What follows belongs to an exercise in optimizing a design on an open flow for small area, a short achievable clock period and few clock cycles per item; a production flow would make more cautious choices. Where RTL was checked, it was by simulation tests only, not by an equivalence proof against the original. Power is estimated from default activity; no workload was simulated.

== job 101 ==
## anvil_bus_mac
module anvil_bus_mac (
    input  wire        clk,
    input  wire        rst,
    input  wire        in_valid,
    output wire        in_ready,
    input  wire [39:0] in_sample,    
    input  wire [23:0] in_gain,      
    input  wire        in_last,
    output reg         out_valid,
    input  wire        out_ready,
    output reg  [39:0] out_value,    
    output reg         out_clip
);
    localparam [39:0] MAX40 = 40'h7F_FFFF_FFFF;
    localparam [39:0] MIN40 = 40'h80_0000_0000;
    reg en, ei, rdy;
    assign in_ready = rdy;
    wire [24:0] gx = {in_gain, 1'b0};
    wire [11:0] dneg, done_, dtwo;
    genvar j;
    generate for (j = 0; j < 12; j = j + 1) begin : g_booth
        wire b2 = gx[2*j+2], b1 = gx[2*j+1], b0 = gx[2*j];
        assign dneg[j]  = b2;
        assign done_[j] = b1 ^ b0;
        assign dtwo[j]  = (b2 & ~b1 & ~b0) | (~b2 & b1 & b0);
    end endgenerate
    reg [39:0] s_r;
    reg [11:0] bneg, bone, btwo;
    reg        gnz;           
    reg        i_v, i_l;
  ...
export LEC_CHECK = 0
export ABC_AREA = 1
export CAP_MARGIN = 20
export CORE_MARGIN = 2
export CORE_UTILIZATION = 40
export PLACE_DENSITY = 0.6
export SLEW_MARGIN = 60
export SYNTH_HIERARCHICAL = 1
create_clock -name core_clock -period 18.0 [get_ports {clk}]
standard.sh (not shown) runs the stock make flow with config.mk's settings and CLKGATE_MAP_FILE= SYNTH_SCRIPT=/design/flow/synth_recipe.tcl, a recipe that flattens the netlist after the stock synthesis.
==> flow/flow/run.sh <==
#!/bin/bash
# The standard layout, except:
# - buffer_ports gives the ports sky130_fd_sc_hd__buf_2 buffers instead of
#   the delay buffers it picks by default (every port still gets a buffer);
# - repair_timing works to a setup slack margin, so that it improves the
#   paths that already meet the clock period. The clock, its period and the
#   constraints are the standard flow's.
set -euo pipefail
bash standard.sh "BUFFER_PORTS_ARGS=-buffer_cell sky130_fd_sc_hd__buf_2" "SETUP_SLACK_MARGIN=13.3" finish > standard.log 2>&1
Testbench counts of job 101, summed over its fixed seeds: cycles 79,310, items 4,800.
## Diff of input files: job 102 against job 101
# job 101
export LEC_CHECK = 0
export ABC_AREA = 1
export CAP_MARGIN = 20
export CORE_MARGIN = 2
export CORE_UTILIZATION = 40
export PLACE_DENSITY = 0.6
export SLEW_MARGIN = 60
export SYNTH_HIERARCHICAL = 1
create_clock -name core_clock -period 18.0 [get_ports {clk}]
# job 102
export LEC_CHECK = 0
export ABC_AREA = 1
export CAP_MARGIN = 20
export CORE_MARGIN = 2
export CORE_UTILIZATION = 50
export CTS_CLUSTER_DIAMETER = 100
export CTS_CLUSTER_SIZE = 24
export PLACE_DENSITY = 0.65
export SLEW_MARGIN = 20
export SYNTH_HIERARCHICAL = 1
create_clock -name core_clock -period 18.0 [get_ports {clk}]
Results
The global-route track usage on met3 in job 102 sits 0.59 points above the value recorded for job 101. Compared to job 101, job 102 has actual transition at the worst max-transition pin 0.37 ns higher. Going from job 101 to job 102, the number of placed instances with taps included was found to have gone down by 211. Number of non-clock buffers: job 102 and job 101 compared, higher one is job 101. Between job 101 and job 102, the total number of sequential cells does not differ in any meaningful way. Total of endpoints with negative setup slack in the final report across job 102 and job 101: no real change. Changes observed in job 102 relative to job 101: final instance area decreased by about 3% relative to the old numbers; depth of the most critical reg-to-reg path decreased by 1 relative to the old numbers. Looking at share of cell area taken by flip-flops and latches, job 102 sits 0.83 points above job 101. Smallest setup slack after layout (higher): job 102. Job 102 ended up with out_value[0] as its capturing instance or port of the critical path; job 101 ended up with out_value[17].
Setup changes, job 102 to job 103
# job 102
export LEC_CHECK = 0
export ABC_AREA = 1
export CAP_MARGIN = 20
export CORE_MARGIN = 2
export CORE_UTILIZATION = 50
export CTS_CLUSTER_DIAMETER = 100
export CTS_CLUSTER_SIZE = 24
export PLACE_DENSITY = 0.65
export SLEW_MARGIN = 20
export SYNTH_HIERARCHICAL = 1
create_clock -name core_clock -period 18.0 [get_ports {clk}]
# job 103
export LEC_CHECK = 0
export ABC_AREA = 1
export CAP_MARGIN = 20
export CORE_MARGIN = 2
export CORE_UTILIZATION = 40
export CTS_CLUSTER_DIAMETER = 100
export CTS_CLUSTER_SIZE = 24
export PLACE_DENSITY = 0.75
export SLEW_MARGIN = 20
export SYNTH_HIERARCHICAL = 1
create_clock -name core_clock -period 18.0 [get_ports {clk}]
==> results.txt <==
- Job 103 finished all stages; the layout is clean.
- Comparing job 102 and job 103, the higher power density relative to cell area was measured on job 102.
- From job 102 to job 103 the numbers moved as follows: worst slew margin relative to its limit now smaller, non-clock buffer total of the final layout shows a reduction of 0.66%, routability congestion estimate +0.018, cell count saw an increase.
- Of job 102 and job 103, job 103 shows the lower internal cell power, with job 102 above it.
- Changes observed in job 103 relative to job 102: logic gate share of total power saw a decrease, die boundary width climbed 30 um.
Changes in job 104 relative to job 103:
# job 103
export LEC_CHECK = 0
export ABC_AREA = 1
export CAP_MARGIN = 20
export CORE_MARGIN = 2
export CORE_UTILIZATION = 40
export CTS_CLUSTER_DIAMETER = 100
export CTS_CLUSTER_SIZE = 24
export PLACE_DENSITY = 0.75
export SLEW_MARGIN = 20
export SYNTH_HIERARCHICAL = 1
create_clock -name core_clock -period 18.0 [get_ports {clk}]
# job 104
export LEC_CHECK = 0
export ABC_AREA = 1
export CAP_MARGIN = 20
export CORE_MARGIN = 2
export CORE_UTILIZATION = 40
export CTS_BUF_LIST = sky130_fd_sc_hd__clkbuf_8
export PLACE_DENSITY = 0.6
export SLEW_MARGIN = 60
export SYNTH_HIERARCHICAL = 1
create_clock -name core_clock -period 18.0 [get_ports {clk}]
==> flow/flow/run.sh <==
#!/bin/bash
# The standard layout, except that buffer_ports gives the ports
# sky130_fd_sc_hd__buf_2 buffers instead of the delay buffers it picks by
# default. Every port still gets its own buffer.
set -euo pipefail
bash standard.sh "BUFFER_PORTS_ARGS=-buffer_cell sky130_fd_sc_hd__buf_2" finish > standard.log 2>&1
Findings:
Looking at job 104 and job 103, the I/O pin count is a wash. Going from job 103 to job 104, sequential fraction of total cell area shrinks by 0.61 points. Area growth from synthesis to layout ended up 2.5 points higher on job 104 than on job 103. Job 104 vs job 103: total power up in job 104.
Changes in job 105 relative to job 104:
# job 104
export LEC_CHECK = 0
export ABC_AREA = 1
export CAP_MARGIN = 20
export CORE_MARGIN = 2
export CORE_UTILIZATION = 40
export CTS_BUF_LIST = sky130_fd_sc_hd__clkbuf_8
export PLACE_DENSITY = 0.6
export SLEW_MARGIN = 60
export SYNTH_HIERARCHICAL = 1
create_clock -name core_clock -period 18.0 [get_ports {clk}]
# job 105
export LEC_CHECK = 0
export ABC_AREA = 1
export CAP_MARGIN = 20
export CORE_MARGIN = 2
export CORE_UTILIZATION = 40
export CTS_CLUSTER_DIAMETER = 150
export CTS_CLUSTER_SIZE = 32
export PLACE_DENSITY = 0.6
export SLEW_MARGIN = 60
export SYNTH_HIERARCHICAL = 1
create_clock -name core_clock -period 18.0 [get_ports {clk}]
==> flow/flow/run.sh <==
#!/bin/bash
# The standard layout, except:
# - buffer_ports gives the ports sky130_fd_sc_hd__buf_2 buffers instead of
#   the delay buffers it picks by default (every port still gets a buffer);
# - repair_timing works to a setup slack margin, so that it improves the
#   paths that already meet the clock period. The clock, its period and the
#   constraints are the standard flow's.
set -euo pipefail
bash standard.sh "BUFFER_PORTS_ARGS=-buffer_cell sky130_fd_sc_hd__buf_2" "SETUP_SLACK_MARGIN=13.3" finish > standard.log 2>&1
--- outcome ---
- Cmp job 104 and job 105 / power in the clock group / higher: job 104
- Looking at timing startpoint of the critical path, the out_value[0]$_DFFE_PP_ result is from job 104; the out_value[17]$_DFFE_PP_ one comes from job 105.
- Job 105 | stages: all done | timing, DRC, antenna: all pass
- Job 104 completed every stage of the flow, and the final layout passed the timing, DRC and antenna checks.
- Measured against each other, job 104 and job 105 differ in via count of the first global-routing pass, the higher figure coming from job 104.
- Comparing job 104 and job 105, the higher wire length of the first global-routing pass was measured on job 104.
- For the clock latency reported for the late side of the worst-skew pair, job 105 came in 0.13 ns lower than job 104 did.
- Re cell area: job 104 and job 105 aren't equal, and the lower value belongs to job 105.
- Comparing job 104 and job 105, the lower minimum setup slack after placement is on job 104.
- Looking at routed wire length across both flows, job 105 is the stronger of the two, with job 104 trailing.
- Job 104 consumes more power than job 105.
- Between job 105 and job 104, the cell count after placement figures differ only marginally.
- NOTE: timing-limited maximum frequency in job 105 exceeds that of job 104

anvil_bus_mac again, from the RTL that the note above started with.
Design anvil_bus_mac, start of the top module:
module anvil_bus_mac (
    input  wire        clk,
    input  wire        rst,
    input  wire        in_valid,
    output wire        in_ready,
    input  wire [39:0] in_sample,    
    input  wire [23:0] in_gain,      
    input  wire        in_last,
    output reg         out_valid,
    input  wire        out_ready,
    output reg  [39:0] out_value,    
    output reg         out_clip
);
    localparam [39:0] MAX40 = 40'h7F_FFFF_FFFF;
    localparam [39:0] MIN40 = 40'h80_0000_0000;
    reg en, ei, rdy;
    assign in_ready = rdy;
    wire [24:0] gx = {in_gain, 1'b0};
    wire [11:0] dneg, done_, dtwo;
    genvar j;
    generate for (j = 0; j < 12; j = j + 1) begin : g_booth
        wire b2 = gx[2*j+2], b1 = gx[2*j+1], b0 = gx[2*j];
        assign dneg[j]  = b2;
        assign done_[j] = b1 ^ b0;
        assign dtwo[j]  = (b2 & ~b1 & ~b0) | (~b2 & b1 & b0);
    end endgenerate
    reg [39:0] s_r;
    reg [11:0] bneg, bone, btwo;
    reg        gnz;           
    reg        i_v, i_l;
    always @(posedge clk) begin
        if (ei) begin
            s_r  <= in_sample;
            bneg <= dneg;
            bone <= done_;
            btwo <= dtwo;
            gnz  <= |in_gain;
            i_l  <= in_last;
        end
        if (rst)      i_v <= 1'b0;
        else if (rdy) i_v <= in_valid;
    end
    wire pneg = (s_r[39] ^ bneg[11]) & (|s_r) & gnz;
    wire [41:0] sx = {s_r[39], s_r, 1'b0};
    wire [40:0] pp0 = (({41{bone[0]}} & sx[41:1]) | ({41{btwo[0]}} & sx[40:0])) ^ {41{bneg[0]}};
    wire [40:0] pp1 = (({41{bone[1]}} & sx[41:1]) | ({41{btwo[1]}} & sx[40:0])) ^ {41{bneg[1]}};
    wire [40:0] pp2 = (({41{bone[2]}} & sx[41:1]) | ({41{btwo[2]}} & sx[40:0])) ^ {41{bneg[2]}};
  ...
clock: 18.0 ns
lec_check: 0
abc_area: 1
cap_margin: 20
core_margin: 2
core_utilization: 40
place_density: 0.6
slew_margin: 60
synth_hierarchical: 1
==> flow/flow/run.sh <==
#!/bin/bash
# The standard layout, except that buffer_ports gives the ports
# sky130_fd_sc_hd__buf_2 buffers instead of the delay buffers it picks by
# default. Every port still gets its own buffer.
set -euo pipefail
bash standard.sh "BUFFER_PORTS_ARGS=-buffer_cell sky130_fd_sc_hd__buf_2" finish > standard.log 2>&1
Testbench counts at the start, summed over its fixed seeds: cycles 79,310, items 4,800.
Rerun with:
==> flow/flow/run.sh (replaced) <==
#!/bin/bash
# The standard layout, except:
# - buffer_ports gives the ports sky130_fd_sc_hd__buf_2 buffers instead of
#   the delay buffers it picks by default (every port still gets a buffer);
# - repair_timing works to a setup slack margin, so that it improves the
#   paths that already meet the clock period. The clock, its period and the
#   constraints are the standard flow's.
set -euo pipefail
bash standard.sh "BUFFER_PORTS_ARGS=-buffer_cell sky130_fd_sc_hd__buf_2" "SETUP_SLACK_MARGIN=13.3" finish > standard.log 2>&1
--- a/flow/config.mk
+++ b/flow/config.mk
@@ -10,5 +10,7 @@
 export CORE_MARGIN = 2
 export CORE_UTILIZATION = 40
+export CTS_CLUSTER_DIAMETER = 100
+export CTS_CLUSTER_SIZE = 24
 export PLACE_DENSITY = 0.6
-export SLEW_MARGIN = 60
+export SLEW_MARGIN = 20
 export SYNTH_HIERARCHICAL = 1
Critical path depth does not change.
Cell count went down by 0.84%.
Routed wire length fell by 0.38%.
Cell area shrinks by 2.1%.
Clock power is lower by 37%.
Rerun with:
--- a/flow/flow/run.sh
+++ b/flow/flow/run.sh
@@ -7,3 +7,3 @@
 #   constraints are the standard flow's.
 set -euo pipefail
-bash standard.sh "BUFFER_PORTS_ARGS=-buffer_cell sky130_fd_sc_hd__buf_2" "SETUP_SLACK_MARGIN=13.3" finish > standard.log 2>&1
+bash standard.sh "BUFFER_PORTS_ARGS=-buffer_cell sky130_fd_sc_hd__buf_2" "SETUP_SLACK_MARGIN=13.8" finish > standard.log 2>&1
--- a/flow/config.mk
+++ b/flow/config.mk
@@ -10,7 +10,5 @@
 export CORE_MARGIN = 2
 export CORE_UTILIZATION = 40
-export CTS_CLUSTER_DIAMETER = 100
-export CTS_CLUSTER_SIZE = 24
 export PLACE_DENSITY = 0.6
-export SLEW_MARGIN = 20
+export SLEW_MARGIN = 60
 export SYNTH_HIERARCHICAL = 1
The changed run ran to the end with no violations.
Sequential power is about the same.
Count of clock-buffer cells in the layout climbs by 27.
Die area is unchanged.
Wire length goes up by 4.1%.
Worst setup slack loses 0.057 ns.
Cell area is higher by 5.8%.
Flip-flop and latch count stays the same.
Total power rose by 6.2%.
Rerun with:
--- a/flow/flow/run.sh
+++ b/flow/flow/run.sh
@@ -7,3 +7,3 @@
 #   constraints are the standard flow's.
 set -euo pipefail
-bash standard.sh "BUFFER_PORTS_ARGS=-buffer_cell sky130_fd_sc_hd__buf_2" "SETUP_SLACK_MARGIN=13.8" finish > standard.log 2>&1
+bash standard.sh "BUFFER_PORTS_ARGS=-buffer_cell sky130_fd_sc_hd__buf_2" "SETUP_SLACK_MARGIN=13.3" finish > standard.log 2>&1
--- a/flow/config.mk
+++ b/flow/config.mk
@@ -10,4 +10,6 @@
 export CORE_MARGIN = 2
 export CORE_UTILIZATION = 40
+export CTS_CLUSTER_DIAMETER = 100
+export CTS_CLUSTER_SIZE = 24
 export PLACE_DENSITY = 0.6
 export SLEW_MARGIN = 60
Effect: Worst setup slack gets better by 0.040 ns. Register-to-register slack gets worse by 0.44 ns. Cell area shrinks by about 5%. Cell count shrinks by about 2.4%. Count of clock-buffer cells in the layout shrinks by 27. Via count shrinks by about 3%. Global-route usage shrinks by 0.13 points. Power shrinks by 6.0%. Combinational power shrinks by about 2%. Wire length shrinks by 3.8%. Die area does not change.

onyx:
anvil_bus_mac, a different RTL version from the one above (not shown whole).
Size: about 250 flip-flops, ~0.034 sq mm of cells after synthesis.
Settings: LEC_CHECK=0, ABC_AREA=1, CAP_MARGIN=20, CORE_MARGIN=2, CORE_UTILIZATION=40, PLACE_DENSITY=0.6, SLEW_MARGIN=20; clock period 18.0 ns.
run.sh (not shown) runs the stock make flow with config.mk's settings and CLKGATE_MAP_FILE= SYNTH_SCRIPT=/design/flow/synth_recipe.tcl, a recipe that flattens the netlist after the stock synthesis.
Stock flow here: none of the scripts above is used.
onyx | stages: all done | timing, DRC, antenna: all pass
> inputs changed (onyx -> willow)
Settings: ABC_AREA no longer set, was 1; ABC_CLOCK_PERIOD_IN_PS now 4500, previously not set.
==> comparison <==
- For onyx, the highest-delay cell along the critical path was sky130_fd_sc_hd__o21bai_4, unlike willow, where it was sky130_fd_sc_hd__a211oi_1.
- Going from onyx to willow, fraction of power consumed by combinational cells fell by 0.9 points; cell count rose by 30%.
- Against onyx, power in willow came out worse.
- Cmp willow and onyx / largest incremental delay on the critical path / lower: willow
No functional check of the RTL was part of any run of this note.

Another version of the RTL of anvil_bus_mac (not shown whole).
Size in the first run: about 320 flip-flops, roughly 110 I/O pins, ~0.037 mm2 of cells after synthesis.
clock: 18.0 ns
lec_check: 0
abc_area: 1
cap_margin: 20
core_margin: 2
core_utilization: 40
place_density: 0.6
slew_margin: 20
The starting point passed the timing, DRC and antenna checks.
Then changed:
Settings changed: CAP_MARGIN 20 to 60, SLEW_MARGIN 20 to 85.
=> Cell area climbs by 34%. Register-to-register slack got worse by 0.18 ns. First-iteration DRC count climbs by 45%. Power climbs by 16%. Final cell count climbs by 6.5%. Sequential power is about the same. Synthesized cell count is unchanged. Setup slack got worse by 0.53 ns.
Then changed:
Settings changed: CAP_MARGIN 60 to 20, SLEW_MARGIN 85 to 60.
Outcome: The new run went through all stages and came out clean. Fmax goes up by 22%. Die area does not change. Power went down by 14%. Sequential share of layout area increases by 5.3 points. First-iteration DRC count goes down by 30%. Clock-buffer cell count drops by 1. Wire length fell by 28%. Critical path depth drops by 11.
No functional check of the RTL was part of any run of this note.

-- what the ideal ports hide --
The flow's constraints put no driver on any port. The routed layouts listed below were extracted and timed again, unchanged, in two steps. Step 1 (the two cells are an assumption about what drives the block):
set clk [get_ports {clk}]
set_driving_cell -lib_cell sky130_fd_sc_hd__clkbuf_16 $clk
set_driving_cell -lib_cell sky130_fd_sc_hd__buf_2 [delete_from_list [all_inputs] $clk]
Step 2 also shifts input and output timing later by t, the mid clock arrival at the registers, as if the neighbouring blocks saw the same clock. Three values: ideal, step 1, step 2; two values: the first two.
run	t (ns)	setup slack, ns	worst slew at a driven data input, ns	pins driven straight from the clock port
job 101	0.639	13.238 / 13.172 / 13.296	0.08	1
job 102	0.628	13.281 / 13.221 / 12.939	0.04	1
job 103	0.621	13.250 / 13.193 / 13.031	0.05	1
job 104	0.752	13.106 / 13.040 / 13.237	0.08	1
job 105	0.621	13.264 / 13.195 / 13.327	0.08	1
the first run of note 2	0.643	13.197 / 13.131 / 13.241	0.08	1
the second run of note 2	0.623	13.272 / 13.205 / 12.961	0.07	1
the third run of note 2	0.632	13.215 / 13.150 / 13.361	0.05	1
the fourth run of note 2	0.618	13.255 / 13.188 / 13.326	0.08	1
onyx	0.655	11.456 / 11.456 / 11.456	0.05	1
willow	0.666	9.495 / 9.495 / 9.495	0.04	1
the first run of note 4	0.645	12.364 / 12.364 / 12.364	0.04	1
the second run of note 4	0.705	11.837 / 11.872 / 11.167	0.05	1
the third run of note 4	0.657	12.933 / 12.864 / 12.565	0.05	1
After both steps setup and hold are still met in every run listed. For the second run of note 4, which loses most, drivers alone change the setup slack by +0.035 ns; drivers and shift together by -0.670 ns.
